Background: an optimization exercise with open tools, aiming at small area, a short achievable clock period and few clock cycles per item. Do not read the settings as production practice.
No functional check of the RTL was part of any run shown here.

## flow/design.v (module list and top-level ports; edited modules follow where they fit)
// module ring_locator: 875 lines
module ring_locator (
    input  wire         clk,
    input  wire         rst,
    input  wire         req_valid,
    output wire         req_ready,
    input  wire [31:0]  seed,
    input  wire [4:0]   n,
    input  wire [4:0]   k,
    input  wire [1:0]   m,
    input  wire [1:0]   s,
    input  wire [23:0]  displ,
    input  wire [119:0] dorder,
    input  wire [39:0]  rba,
    output wire         resp_valid,
    input  wire         resp_ready,
    output wire [19:0]  loc_mem,
    output wire [3:0]   loc_has,
    output wire [159:0] loc_mlba
);
  // ...
==> flow/run.sh <==
#!/bin/bash
# synth_recipe.tcl (not shown) runs the flow's synth.tcl, then flattens the netlist and writes it again
# the make line also repeats each setting of config.mk as NAME=value (left out here)
make -C /OpenROAD-flow-scripts/flow DESIGN_CONFIG=/design/flow/config.mk WORK_HOME=/design/flow/orfs CLKGATE_MAP_FILE= SYNTH_SCRIPT=/design/flow/synth_recipe.tcl finish
==> flow/config.mk <==
export PLATFORM = sky130hd
export DESIGN_NAME = ring_locator
export DESIGN_NICKNAME = ring_locator
export VERILOG_FILES = /design/flow/design.v
export SDC_FILE = /design/flow/constraint.sdc
export NUM_CORES = 4
export LEC_CHECK = 0
export CAP_MARGIN = 20
export CORE_MARGIN = 2
export CORE_UTILIZATION = 40
export SLEW_MARGIN = 20
==> flow/constraint.sdc <==
create_clock -name core_clock -period 10.0 [get_ports {clk}]
set_input_delay 2.0000 -clock core_clock [delete_from_list [all_inputs] [get_ports {clk}]]
set_output_delay 2.0000 -clock core_clock [all_outputs]
set_load 0.01 [all_outputs]
==> summary.md, run 1 <==
| Metric | Value |
|---|---|
| Largest register by flop count | rowu |
| CP Launch Point | mh[19] |
| Stages on the worst setup path | 19 |
| Max Slew Vio Count | 0 |
| Crit path cell chain | buf_4, or2_2, nor3_1, nor3b_1, nand4_1, o31ai_1, fa_1, fa_1, inv_1, fa_1, fa_1, inv_1, fa_1, fa_1, fa_1, inv_1, fa_1, fa_1, fa_1 |
| RSZ-0062 raised after global routing | false |
| DRC violations left | 0 |
| Seq. cell area | 0.0141 mm^2 |
| Sequential cell area share | 24.2% |
| Die area | 0.128 mm^2 |
| Multi-Input Combinational | 4164 |
| Achievable Freq | 138 MHz |
| Adder-Cell Fraction of Synth Area | 17.4% |
| Layout area overhead | 16.0% |
| Largest register FFs | 120 |
| Drt total wl | 181 mm |
| Fill count | 11900 |
| Final Hold Viols | 0 |
| Gr ovfl total | 0 |
| Share of cells above drive strength 1 | 6.58% |
| Post-synth EDFFs | 411 |
| Leading area contributor after synthesis | edfxtp_1 |
| Regs by FF count | rowu (120), pw (36), x_old (36) |
| Hold EP | m3[2] |
| Bufs w/o clock | 502 |
| Most frequent cells in the layout | 501 x xnor2_1, 425 x ha_1, 418 x clkdlybuf4s50_1 |
| Status | no timing/DRC/antenna violations |
| Count of flip-flops and latches | 498 |
| Mapped cell area | 0.0502 mm^2 |
==> inputs of run 2 (changes only) <==
--- a/flow/config.mk
+++ b/flow/config.mk
@@ -9,3 +9,4 @@
 export CORE_MARGIN = 2
 export CORE_UTILIZATION = 40
+export SETUP_SLACK_MARGIN = 4.5
 export SLEW_MARGIN = 20
==> summary.md, run 2 <==
| Metric | Value |
|---|---|
| Final Hold Viols | 0 (unchanged) |
| Clock skew | 0.0251 ns (was 0.0346 ns) |
| Final setup TNS | 0 ns (unchanged) |
| Die Y | 358 um (unchanged) |
| Via-to-Cell Ratio | 5.89 (was 5.87) |
| Clock latency (worst-skew pair) | 0.68 ns (was 0.67 ns) |
| Gr busiest metal | met2 (unchanged) |
| First DRT Iteration DRCs | 4120 (was 4388) |
| Period utilization | 66.9% (was 72.6%) |
| RSZ-0062 raised after global routing | true (was false) |
| Async SR Flop Fraction | 0% (unchanged) |
| Largest cells by area after synthesis | edfxtp_1 25%, ha_1 11%, xnor2_1 8.7% (unchanged) |
| Pin count of the biggest net entering global routing | 85 (was 91) |
| Hold Path Class | reg -> reg (unchanged) |
| DR pass1 iterations | 7 (was 8) |
| Achievable Freq | 149 MHz (was 138 MHz) |
| Leading area contributor after synthesis | edfxtp_1 (unchanged) |
| GPL Wtd Cong | 1.01 (about the same) |
| Seq. cell area | 0.0141 mm^2 (about the same) |
| FP Rows | 130 (unchanged) |
| Largest register by flop count | rowu (unchanged) |
| Vias | 43800 (was 43000) |
| Register area share after synthesis | 28.0% (unchanged) |
| CP endpoint kind | flip-flop (unchanged) |
| First-pass GRT wire length | 279 mm (was 269 mm) |
| Post-synth EDFFs | 411 (unchanged) |
| Required @ worst endpoint | 10.54 ns (about the same) |
| Die width | 358 um (unchanged) |
| Drt total wl | 189 mm (was 181 mm) |
| GRT Total Usage | 28.7% (was 27.6%) |
| Final Setup Violations | 0 (unchanged) |
| Worst-margin pin slew | 1.10 ns (about the same) |
| Initial Util | 40.1% (unchanged) |
| Mapped cell area | 0.0502 mm^2 (unchanged) |
| Mapped Cells | 5321 (unchanged) |
| Fill count | 11800 (was 11900) |
| Post-DP HPWL | 145 mm (was 142 mm) |
| Vias in the first global route | 42800 (was 42000) |
| Top cell type's share of synthesized area | 24.6% (unchanged) |
| Share of cells above drive strength 1 | 10.6% (was 6.58%) |
| Clock slew seen by the registers of the worst setup and hold paths | 0.06 ns (about the same) |
| Max capacitance violation total | 0 (unchanged) |
| Area of the core | 0.125 mm^2 (unchanged) |
| GR Layer Usage met1 | 39.5% (was 37.7%) |
| Largest register FFs | 120 (unchanged) |
| Post-synthesis cell type count | 91 (unchanged) |
| DRC violations left | 0 (unchanged) |
| Status | no timing/DRC/antenna violations (unchanged) |
| Syn avg cell area | 9.44 um^2 (unchanged) |
| Regs by FF count | rowu (120), pw (36), x_old (36) (unchanged) |
| DR WL/cell | 25.4 um (was 24.8 um) |
| Routing usage on met3 | 4.60% (was 4.93%) |
| Footprint of the multi-input gates | 0.0344 mm^2 (was 0.0337 mm^2) |
| Tmin final | 6.69 ns (was 7.26 ns) |
| Most common cell in the netlist | xnor2_1 (unchanged) |
| Worst path arrival time | 7.23 ns (was 7.80 ns) |
| Setup WS post-layout | 3.31 ns (was 2.74 ns) |
| Antenna violations before repair | 6 (was 11) |
| Met2 Usage GRT | 45.3% (was 43.0%) |
| Setup WS pre-CTS | 2.34 ns (was 2.81 ns) |
| Most common cell after layout, fill and taps aside | xnor2_1 (unchanged) |
| Relative slew slack | 26.7% (was 26.4%) |
| CTS tree | built (unchanged) |
| Clock sinks | 498 (unchanged) |
| Seq cells post-synth | 498 (unchanged) |
| Synth Warn # | 3 (unchanged) |
| Post-synth top cells | 501 x xnor2_1, 425 x ha_1, 412 x nand2_1 (unchanged) |
| Worst setup path class | reg -> reg (unchanged) |
| Hold_buf cts | 0 (unchanged) |
| Most frequent cells in the layout | 497 x xnor2_1, 419 x ha_1, 413 x clkdlybuf4s50_1 (was 501 x xnor2_1, 425 x ha_1, 418 x clkdlybuf4s50_1) |
| Final Util | 47.7% (was 46.6%) |
| Die area | 0.128 mm^2 (unchanged) |
| Max Root-Sink Buffers | 3 (unchanged) |
| DRT antenna net count | 0 (unchanged) |
| Max Slew Vio Count | 0 (unchanged) |
| Prevailing post-synth register cell | edfxtp_1 (unchanged) |
| Cts bufs inserted | 59 (was 66) |
| Layout area overhead | 18.9% (was 16.0%) |
| Startpoint Class | flip-flop (unchanged) |
| Post-layout nets | 6558 (was 6450) |
| CP max FO | 4 (was 27) |
| Synthesized Nets | 6149 (unchanged) |
| IO Port Bufs | 419 (unchanged) |
| Clock root buffer | clkbuf_16 (unchanged) |
| Gr ovfl total | 0 (unchanged) |
| H-tree depth | 2 (was 3) |
| I/O Pins | 420 (unchanged) |
## run 2: cell counts after synthesis
No cell type changed its count.
## run 2: cell families (layout without fill, tap and decap cells)
kind of cell               after synthesis  after routing  share of synthesized area, %
AOI/OAI and AO/OA                     1052           1053                          14.0
xor gates and xnor gates               812            812                          15.3
buffers and inverters                  659           1115                          5.20
adders and majority gates              597            597                          17.4
and+or+nand+nor                       1458           1460                          13.8
muxes                                  245            245                          6.39
other                                    0              3                             0
DFF                                    498            498                          28.0
## run 2: layout make-up
class	instances	area share, %
Tap cell	1650	3.46
Clock inverter	33	0.494
Inverter	390	2.48
Timing Repair Buffer	614	9.63
Antenna cell	3	0.0126
Sequential cell	498	23.6
Multi-Input combinational cell	4167	57.6
Clock buffer	78	2.76
## run 2: worst max-delay path, stage by stage (launching register included)
cell	delay (ns)
edfxtp_1	0.43
buf_12	0.16
or4_4	0.50
or4_4	0.48
o41a_1	0.37
fa_1	0.50
inv_2	0.04
fa_2	0.37
inv_2	0.06
fa_1	0.45
fa_2	0.59
inv_2	0.04
fa_2	0.33
fa_1	0.49
fa_1	0.51
inv_2	0.04
fa_2	0.37
fa_2	0.35
fa_1	0.47
## run 2: final timing paths
path | to | startpoint | slack, ns | depth (start not counted)
max reg2reg | c1a[7] | mh[19] | 3.31 | 18
min | m3[4] | m2[4] | 0.36 | 0
max | c1a[7] | mh[19] | 3.31 | 18
min reg2reg | m3[4] | m2[4] | 0.36 | 0
## run 2: stage by stage
stage	area (um^2)	hold WS (ns)	cells
after floorplan	50300	0.331	5321
after global placement	56000	0.343	7195
after detailed placement	56000	0.345	7195
after CTS	59200	0.357	7402
after global routing	59700	0.369	7430
final	59700	0.355	7433
## run 2: layer usage
metal  part of all wire, %  up-vias  routed length, um
li1                      -    19800                  -
met5                 0.012        -                 23
met2                    45     2242              84400
met4                   4.4        4               8380
met3                   8.8      476              16600
met1                    42    21300              79600
## run 2: timing repair
| item | 4_1_cts | 5_1_grt |
|---|---|---|
| setup endpoints to repair | 265 | 147 |
| pin swaps | 30 | 26 |
| cloned | 4 | 0 |
| gates resized for setup | 121 | 76 |
| setup buffers | 92 | 27 |
| hold endpoints to repair | 0 | 0 |

[separate check: timing with driven ports]
The flow's constraints put no driver on any port. The routed layouts listed below were extracted and timed again, unchanged, in two steps. Step 1 (the two cells are an assumption about what drives the block):
set clk [get_ports {clk}]
set_driving_cell -lib_cell sky130_fd_sc_hd__clkbuf_16 $clk
set_driving_cell -lib_cell sky130_fd_sc_hd__buf_2 [delete_from_list [all_inputs] $clk]
Step 2 moves the port delays by t, midway between the first and last clock arrival at a register: inputs arrive t later, outputs are due t later. That takes back most of the time a late clock gives input paths. Slacks: no drivers / after step 1 / after step 2; pairs: no drivers / after step 1.
run	t (ns)	setup slack, ns	slew at the worst register clock pin (ns)	worst slew at a driven data input, ns	cell pins on the clock port's net
run 1	0.726	2.737 / 2.737 / 2.674	0.07 / 0.07	0.17	1
run 2	0.747	3.311 / 3.311 / 3.311	0.06 / 0.06	0.17	1
After both steps every run listed still meets setup and hold. For run 1, which loses most, drivers alone change the setup slack by 0.000 ns; drivers and shift together by -0.063 ns.
